This design comes from an exercise in tuning for small area, a short achievable clock period and few clock cycles on the open sky130 flow, not from production work. The RTL was checked by simulation tests, not by an equivalence proof against the original design.

### constraint.sdc
create_clock -name core_clock -period 20.0 [get_ports {clk}]
set_input_delay 4.0000 -clock core_clock [delete_from_list [all_inputs] [get_ports {clk}]]
set_output_delay 4.0000 -clock core_clock [all_outputs]
set_load 0.01 [all_outputs]
### run.sh
#!/bin/bash
# synth_recipe.tcl (not shown) runs the flow's synth.tcl, then flattens the netlist and writes it again
# the make line also repeats each setting of config.mk as NAME=value (left out here)
make -C /OpenROAD-flow-scripts/flow DESIGN_CONFIG=/design/flow/config.mk WORK_HOME=/design/flow/orfs CLKGATE_MAP_FILE= SYNTH_SCRIPT=/design/flow/synth_recipe.tcl finish
### design.v
module ladle_div #(
    parameter NW = 30,
    parameter DW = 14
) (
    input  wire          clk,
    input  wire          rst,
    input  wire          go,       
    input  wire [NW-1:0] num,
    input  wire [DW-1:0] den,
    output reg           busy,
    output wire [NW-1:0] q
);
    reg [NW-1:0] quo;
    reg [DW:0]   rem;
    reg [DW-1:0] d;
    reg [$clog2(NW+1)-1:0] cnt;
    wire [DW+1:0] shifted = {rem, quo[NW-1]};
    wire [DW+1:0] diff    = shifted - {2'b00, d};
    wire          ge      = ~diff[DW+1];
    assign q = quo;
    always @(posedge clk) begin
        if (rst) begin
            busy <= 1'b0;
            cnt  <= 0;
            quo  <= 0;
            rem  <= 0;
            d    <= 0;
        end else if (go) begin
            busy <= 1'b1;
            cnt  <= NW[$clog2(NW+1)-1:0];
            quo  <= num;
            rem  <= 0;
            d    <= den;
        end else if (busy) begin
            rem <= ge ? diff[DW:0] : shifted[DW:0];
            quo <= {quo[NW-2:0], ge};
            cnt <= cnt - 1'b1;
            if (cnt == 1) busy <= 1'b0;
        end
    end
endmodule
module ladle_share (
    input  wire         clk,
    input  wire         rst,           
    input  wire         start,
    output wire         ready,
    output reg          done,
    input  wire [14:0]  bud_grid,      
    input  wire [14:0]  bud_site,
    input  wire [14:0]  bud_curt,
    input  wire [14:0]  bud_t1,
    input  wire [14:0]  bud_t2,
    input  wire [7:0]   aux,           
    input  wire [9:0]   eff,           
    input  wire [7:0]   up_step,       
    input  wire [7:0]   act,           
    input  wire [7:0]   rsv,           
    input  wire [127:0] dem,           
    input  wire [15:0]  prio,          
    input  wire [87:0]  volt,          
    output reg          limited,
    output reg  [127:0] alloc,         
    output reg  [151:0] tgt            
);
    localparam S_IDLE = 3'd0, S_BUD = 3'd1, S_CHK = 3'd2, S_RANK = 3'd3,
               S_SCAN = 3'd4, S_DIVA = 3'd5, S_TGT = 3'd6, S_DIVT = 3'd7;
    reg [2:0] state;
    reg [14:0]  b_r [0:4];
    reg [7:0]   aux_r;
    reg [9:0]   eff_r;
    reg [7:0]   up_r;
    reg [7:0]   act_r, rsv_r;
    reg [15:0]  dem_r [0:7];
    reg [2:0]   w_r   [0:7];
    reg [10:0]  v_r   [0:7];
    reg [24:0]  rest;        
    reg [25:0]  sum_d;       
    reg [5:0]   ws;
    reg [2:0]   ord [0:7];   
    reg [3:0]   nact;
    reg [3:0]   k;           
    reg [2:0]   n;           
    integer i, b, r, c;
    reg [14:0] bmin;
    reg [25:0] bprod;
    reg [25:0] bres;
    reg [3:0]  nres;
    always @* begin
        bmin = b_r[0];
        for (b = 1; b < 5; b = b + 1)
            if (b_r[b] < bmin) bmin = b_r[b];
        nres = 0;
        for (b = 0; b < 8; b = b + 1)
            nres = nres + {3'd0, rsv_r[b] & ~act_r[b]};
        bprod = (bmin > {7'd0, aux_r}) ? (bmin - {7'd0, aux_r}) * eff_r : 26'd0;
        bres  = nres * 26'd5000;
    end
    reg [25:0] c_sum;
    reg [5:0]  c_ws;
    reg [3:0]  c_nact;
    integer t;
    always @* begin
        c_sum  = 0;
        c_ws   = 0;
        c_nact = 0;
        for (t = 0; t < 8; t = t + 1)
            if (act_r[t]) begin
                c_sum  = c_sum + dem_r[t] * 7'd100;
                c_ws   = c_ws + w_r[t];
                c_nact = c_nact + 1'b1;
            end
    end
    reg [3:0] rank [0:7];
    reg [18:0] lhs, rhs;
    always @* begin
        for (r = 0; r < 8; r = r + 1) begin
            rank[r] = 0;
            for (c = 0; c < 8; c = c + 1) begin
                lhs = dem_r[c] * w_r[r];
                rhs = dem_r[r] * w_r[c];
                if (c != r && act_r[c] && (lhs < rhs || (lhs == rhs && c < r)))
                    rank[r] = rank[r] + 1'b1;
            end
        end
    end
    wire [2:0]  sn    = ord[k[2:0]];
    wire [22:0] d_w   = dem_r[sn] * 7'd100;
    wire [28:0] s_lhs = d_w * ws;
    wire [27:0] s_rhs = rest * w_r[sn];
    wire        fits  = s_lhs <= {1'b0, s_rhs};
    wire [2:0]  sn1   = ord[k[2:0] + 3'd1];       
    wire [27:0] wr1   = rest * w_r[sn1];
    reg         dv_go;
    reg  [29:0] dv_num;
    reg  [13:0] dv_den;
    wire        dv_busy;
    wire [29:0] dv_q;
    ladle_div #(.NW(30), .DW(14)) u_div (
        .clk (clk),
        .rst (rst),
        .go  (dv_go),
        .num (dv_num),
        .den (dv_den),
        .busy(dv_busy),
        .q   (dv_q)
    );
    wire [10:0] vc       = (v_r[n] < 11'd150) ? 11'd150 : v_r[n];
    wire [25:0] a_mw     = alloc[n*16 +: 16] * 10'd1000;
    wire [18:0] prev     = tgt[n*19 +: 19];
    wire [19:0] prev_up  = prev + up_r * 7'd100;
    assign ready = (state == S_IDLE);
    always @(posedge clk) begin
        if (rst) begin
            state   <= S_IDLE;
            done    <= 1'b0;
            limited <= 1'b0;
            alloc   <= 0;
            tgt     <= 0;
            dv_go   <= 1'b0;
            k       <= 0;
            n       <= 0;
        end else begin
            done  <= 1'b0;
            dv_go <= 1'b0;
            case (state)
            S_IDLE: if (start) begin
                b_r[0] <= bud_grid;
                b_r[1] <= bud_site;
                b_r[2] <= bud_curt;
                b_r[3] <= bud_t1;
                b_r[4] <= bud_t2;
                aux_r  <= aux;
                eff_r  <= eff;
                up_r   <= up_step;
                act_r  <= act;
                rsv_r  <= rsv;
                for (i = 0; i < 8; i = i + 1) begin
                    dem_r[i] <= dem[i*16 +: 16];
                    w_r[i]   <= {1'b0, prio[i*2 +: 2]} + 3'd1;
                    v_r[i]   <= volt[i*11 +: 11];
                end
                state <= S_BUD;
            end
            S_BUD: begin
                rest  <= (bprod > bres) ? bprod - bres : 25'd0;
                sum_d <= c_sum;
                ws    <= c_ws;
                nact  <= c_nact;
                state <= S_CHK;
            end
            S_CHK: begin
                if (sum_d <= {1'b0, rest}) begin
                    limited <= 1'b0;
                    for (i = 0; i < 8; i = i + 1)
                        alloc[i*16 +: 16] <= act_r[i] ? dem_r[i] : 16'd0;
                    n     <= 0;
                    state <= S_TGT;
                end else begin
                    limited <= 1'b1;
                    alloc   <= 0;
                    state   <= S_RANK;
                end
            end
            S_RANK: begin
                for (i = 0; i < 8; i = i + 1)
                    if (act_r[i]) ord[rank[i][2:0]] <= i[2:0];
                k     <= 0;
                state <= S_SCAN;
            end
            S_SCAN: begin
                if (fits) begin
                    alloc[sn*16 +: 16] <= dem_r[sn];
                    rest <= rest - d_w;
                    ws   <= ws - w_r[sn];
                    k    <= k + 1'b1;
                end else begin
                    n      <= sn;
                    dv_num <= {2'b00, s_rhs};
                    dv_den <= ws * 7'd100;
                    dv_go  <= 1'b1;
                    state  <= S_DIVA;
                end
            end
            S_DIVA: if (!dv_go && !dv_busy) begin
                alloc[n*16 +: 16] <= dv_q[15:0];
                if (k + 1'b1 == nact) begin
                    n     <= 0;
                    state <= S_TGT;
                end else begin
                    k      <= k + 1'b1;
                    n      <= sn1;
                    dv_num <= {2'b00, wr1};
                    dv_go  <= 1'b1;
                end
            end
            S_TGT: begin
                if (act_r[n]) begin
                    dv_num <= {4'd0, a_mw};
                    dv_den <= {3'd0, vc};
                    dv_go  <= 1'b1;
                    state  <= S_DIVT;
                end else begin
                    tgt[n*19 +: 19] <= 19'd0;
                    if (n == 3'd7) begin
                        done  <= 1'b1;
                        state <= S_IDLE;
                    end
                    n <= n + 1'b1;
                end
            end
            S_DIVT: if (!dv_go && !dv_busy) begin
                if ({1'b0, dv_q[18:0]} > prev_up)
                    tgt[n*19 +: 19] <= prev_up[18:0];
                else
                    tgt[n*19 +: 19] <= dv_q[18:0];
                if (n == 3'd7) begin
                    done  <= 1'b1;
                    state <= S_IDLE;
                end else begin
                    state <= S_TGT;
                end
                n <= n + 1'b1;
            end
            endcase
        end
    end
endmodule
### config.mk
export PLATFORM = sky130hd
export DESIGN_NAME = ladle_share
export DESIGN_NICKNAME = ladle_share
export VERILOG_FILES = /design/flow/design.v
export SDC_FILE = /design/flow/constraint.sdc
export NUM_CORES = 8
export LEC_CHECK = 0
export CAP_MARGIN = 20
export CORE_MARGIN = 2
export CORE_UTILIZATION = 25
export SLEW_MARGIN = 20
==> results.txt <==
## area by class of cell
cell class	count	area (sq um)	area share
sequential	841	21420	0.1131
inverter	3466	13010	0.06866
multi-input combinational	15860	129800	0.6852
tap	8909	11150	0.05883
timing repair buffer	1199	10790	0.05696
antenna	49	122.6	0.0006472
clock buffer	116	2517	0.01329
clock inverter	61	639.4	0.003374
## flip-flops by register name, summed over array words and instances, names as in the netlist, 4 cells and up, named ones only
signal and count:
act_r 8, alloc 128, aux_r 8, b_r 75, dem_r 128, dv_den 13
dv_num 28, eff_r 10, k 4, nact 4, ord 24, rest 25
rsv_r 8, sum_d 24, tgt 152, u_div.cnt 5, u_div.d 13, u_div.quo 30
u_div.rem 15, up_r 8, v_r 88, w_r 24, ws 6
## cells in the mapped netlist, drive strengths merged, types with 270 or more instances
master,instances
inv,3450
o21a,270
a22oi,444
edfxtp,457
a21o,303
o21ai,597
nand2,3212
xor2,302
nor2,1097
a21oi,1365
ha,2703
nor2b,282
clkbuf,893
o21bai,506
dfxtp,384
fa,1288
and2,426
xnor2,957
## metal layers
| layer | GRT usage | part of all wire | vias up |
|---|---|---|---|
| li1 | - | - | 70490 |
| met1 | 0.2665 | 0.40 | 76670 |
| met2 | 0.3039 | 0.41 | 7725 |
| met3 | 0.05696 | 0.12 | 1643 |
| met4 | 0.1200 | 0.071 | 44 |
| met5 | 0 | 0.00039 | - |
## cell families (layout without fill, tap and decap cells)
kind of cell / after synthesis / count (layout) / synth area share
simple gates: 5974 / 5974 / 0.1580
compound gates: 4301 / 4301 / 0.1647
buf+inv: 4413 / 4842 / 0.09902
fa+ha+maj: 3992 / 3992 / 0.3560
xor+xnor: 1283 / 1283 / 0.06912
mux: 306 / 306 / 0.02537
flops: 841 / 841 / 0.1279
other cells: 0 / 49 / 0
## critical path: cells and delay by family, from the launching register on
kind	cells	cell delay (ns)
adder cells (fa/ha/maj)	12	4.61
AND/OR/NAND/NOR	24	4.87
flip-flops	1	0.42
XOR/XNOR	1	0.11
AO/OA/AOI/OAI	30	7.12
buffers and inverters	8	1.02
## stage by stage
step / setup WS (ns) / hold slack [ns] / cell area [sq um] / std cells
3_5_place_dp: 1.567 / 0.4652 / 186100 / 30270
5_1_grt: 0.1138 / 0.4972 / 189400 / 30450
6_report: 1.505 / 0.4822 / 189500 / 30500
3_3_place_gp: 1.487 / 0.4591 / 186100 / 30270
4_1_cts: 1.466 / 0.4826 / 189300 / 30440
2_1_floorplan: 2.449 / 0.4517 / 167500 / 21110
## how the worst max path moves through the flow
stage	start	endpoint
finish	b_r[0][2]	rest[24]
global route	b_r[0][2]	rest[24]
CTS	b_r[1][2]	rest[24]
detailed placement	b_r[1][2]	rest[24]
floorplan	b_r[1][2]	rest[16]
global placement	b_r[1][2]	rest[24]
==> flow_metrics.tcl <==
set metrics [dict create \
    postRouteAntennaNets 0 \
    num_rows 300 \
    start_kind "register" \
    grt-ovfl-total 0 \
    yosys.area.top_type "ha_1" \
    syn_area_per_cell_sq_um 7.933 \
    max_cap_viol_count 0 \
    place.gp.congestion 0.9990 \
    slowest_delay_ns 0.56 \
    hold_end "u_div.quo[20]" \
    critPathRequiredTime_ns 20.43 \
    yosys_warnings 7 \
    reg2reg_to "rest[24]" \
    viasPerCell 5.134 \
    ys.flop_type "edfxtp_1" \
    setup_viol 0 \
    r2r_start "b_r[0][2]" \
    whs_path_depth 2 \
    dieArea_sq_um 676400 \
    clock_path_buffers 3 \
    rsz0062_at_grt "false" \
    syn_to_final_growth_pct 13.15 \
    hold_path.class "reg2reg" \
    root_buffer "clkbuf_16" \
    cts_inserted_buffers 94 \
    numPortBuffers 634 \
    slew_violations 0 \
    drive_gt1_frac 0.04763 \
    fin_skew_ns 0.06901 \
    grt_pass1_vias 148600 \
    num-fill-cells 71950 \
    hp-start "dv_num[20]" \
    finalHoldViolations 0 \
    post-route-period-util 0.9247 \
    worstPathArrival_ns 18.93 \
    start_util 0.2509 \
    ctsResizeCount 0 \
    critPathMaxFanout 27 \
    drcViolationCount 0 \
    core_region_area_sq_um 667400 \
    syn_inst 21110 \
    wire_per_inst_um 23.61 \
    status "finished clean" \
    cts.sinks 841 \
    final_cell_mix "3448 x inv_1, 3211 x nand2_1, 2701 x ha_1" \
    worstSetupPathType "reg2reg" \
    h-tree-depth 3 \
    grt_usage 0.2054 \
    first_pass_iters 7 \
    max_freq_mhz 54.07 \
    setup.worst_path.end_class "register" \
    cts_setup_buffers 0 \
    grt_max_degree 159 \
    worstRegToRegCells 75 \
    slew_headroom 0.1476 \
    pin_count 635 \
    die_y_um 822.4 \
    rrSetupSlack_ns 1.51 \
    clock_latency_ns 0.80 \
    synth_area_leaders "ha_1 20%, fa_1 15%, edfxtp_1 8.2%, inv_1 7.7%, nand2_1 7.2%" \
    cts_tree "done" \
    drtIter0Drc 17300 \
    clkTransAtPathRegs_ns 0.07 \
    ys_async_sr_fraction 0 \
    min_period_ns 18.49 \
    dp_hpwl_mm 559.0 \
    fin_util 0.2839 \
    finalWirelength_mm 720.1 \
    tns_ns 0 \
    cpMaxStageDelayCell "nor2_2" \
    syn_nets 25450 \
    hold_buffers 0 \
    nets 25800 \
    synth.top_cell.area_share 0.2020 \
    yosysSeqAreaShare 0.1279 \
    final_common_cell "inv_1" \
    die_x_um 822.4 \
    synth_cell_type_count 102 \
    synth_edf_count 457 \
    worstMarginPinSlew_ns 1.265 \
    ys_ff_latch 841 \
    vias 156600 \
    antenna_found_initial 133 \
    syn_area_sq_um 167500 \
    grt_pass1_wl_mm 1028 \
]
Testbench counts, summed over its fixed seeds: cycles 378,278.

## port drivers added, routing unchanged
The results above use ideal ports. As a check the final layout listed here was re-extracted and re-timed, cells and wires unchanged.
Step 1 (the two cells are an assumption about what drives the block):
set clk [get_ports {clk}]
set_driving_cell -lib_cell sky130_fd_sc_hd__clkbuf_16 $clk
set_driving_cell -lib_cell sky130_fd_sc_hd__buf_2 [delete_from_list [all_inputs] $clk]
Step 2, shift: input delay + t, output delay - t, t = (earliest + latest rising clock arrival at the registers) / 2. This alone moves slack from input paths to output paths.
a / b / c = no drivers / after step 1 / after step 2; a / b = the first two.
shift t [ns]: 0.829
setup WS [ns]: 1.505 / 1.505 / 1.505
worst hold slack (ns): 0.482 / 0.482 / 0.482
After both steps this run still meets setup and hold. The setup slack of this run moves by 0.000 ns with the drivers and by 0.000 ns with both steps.
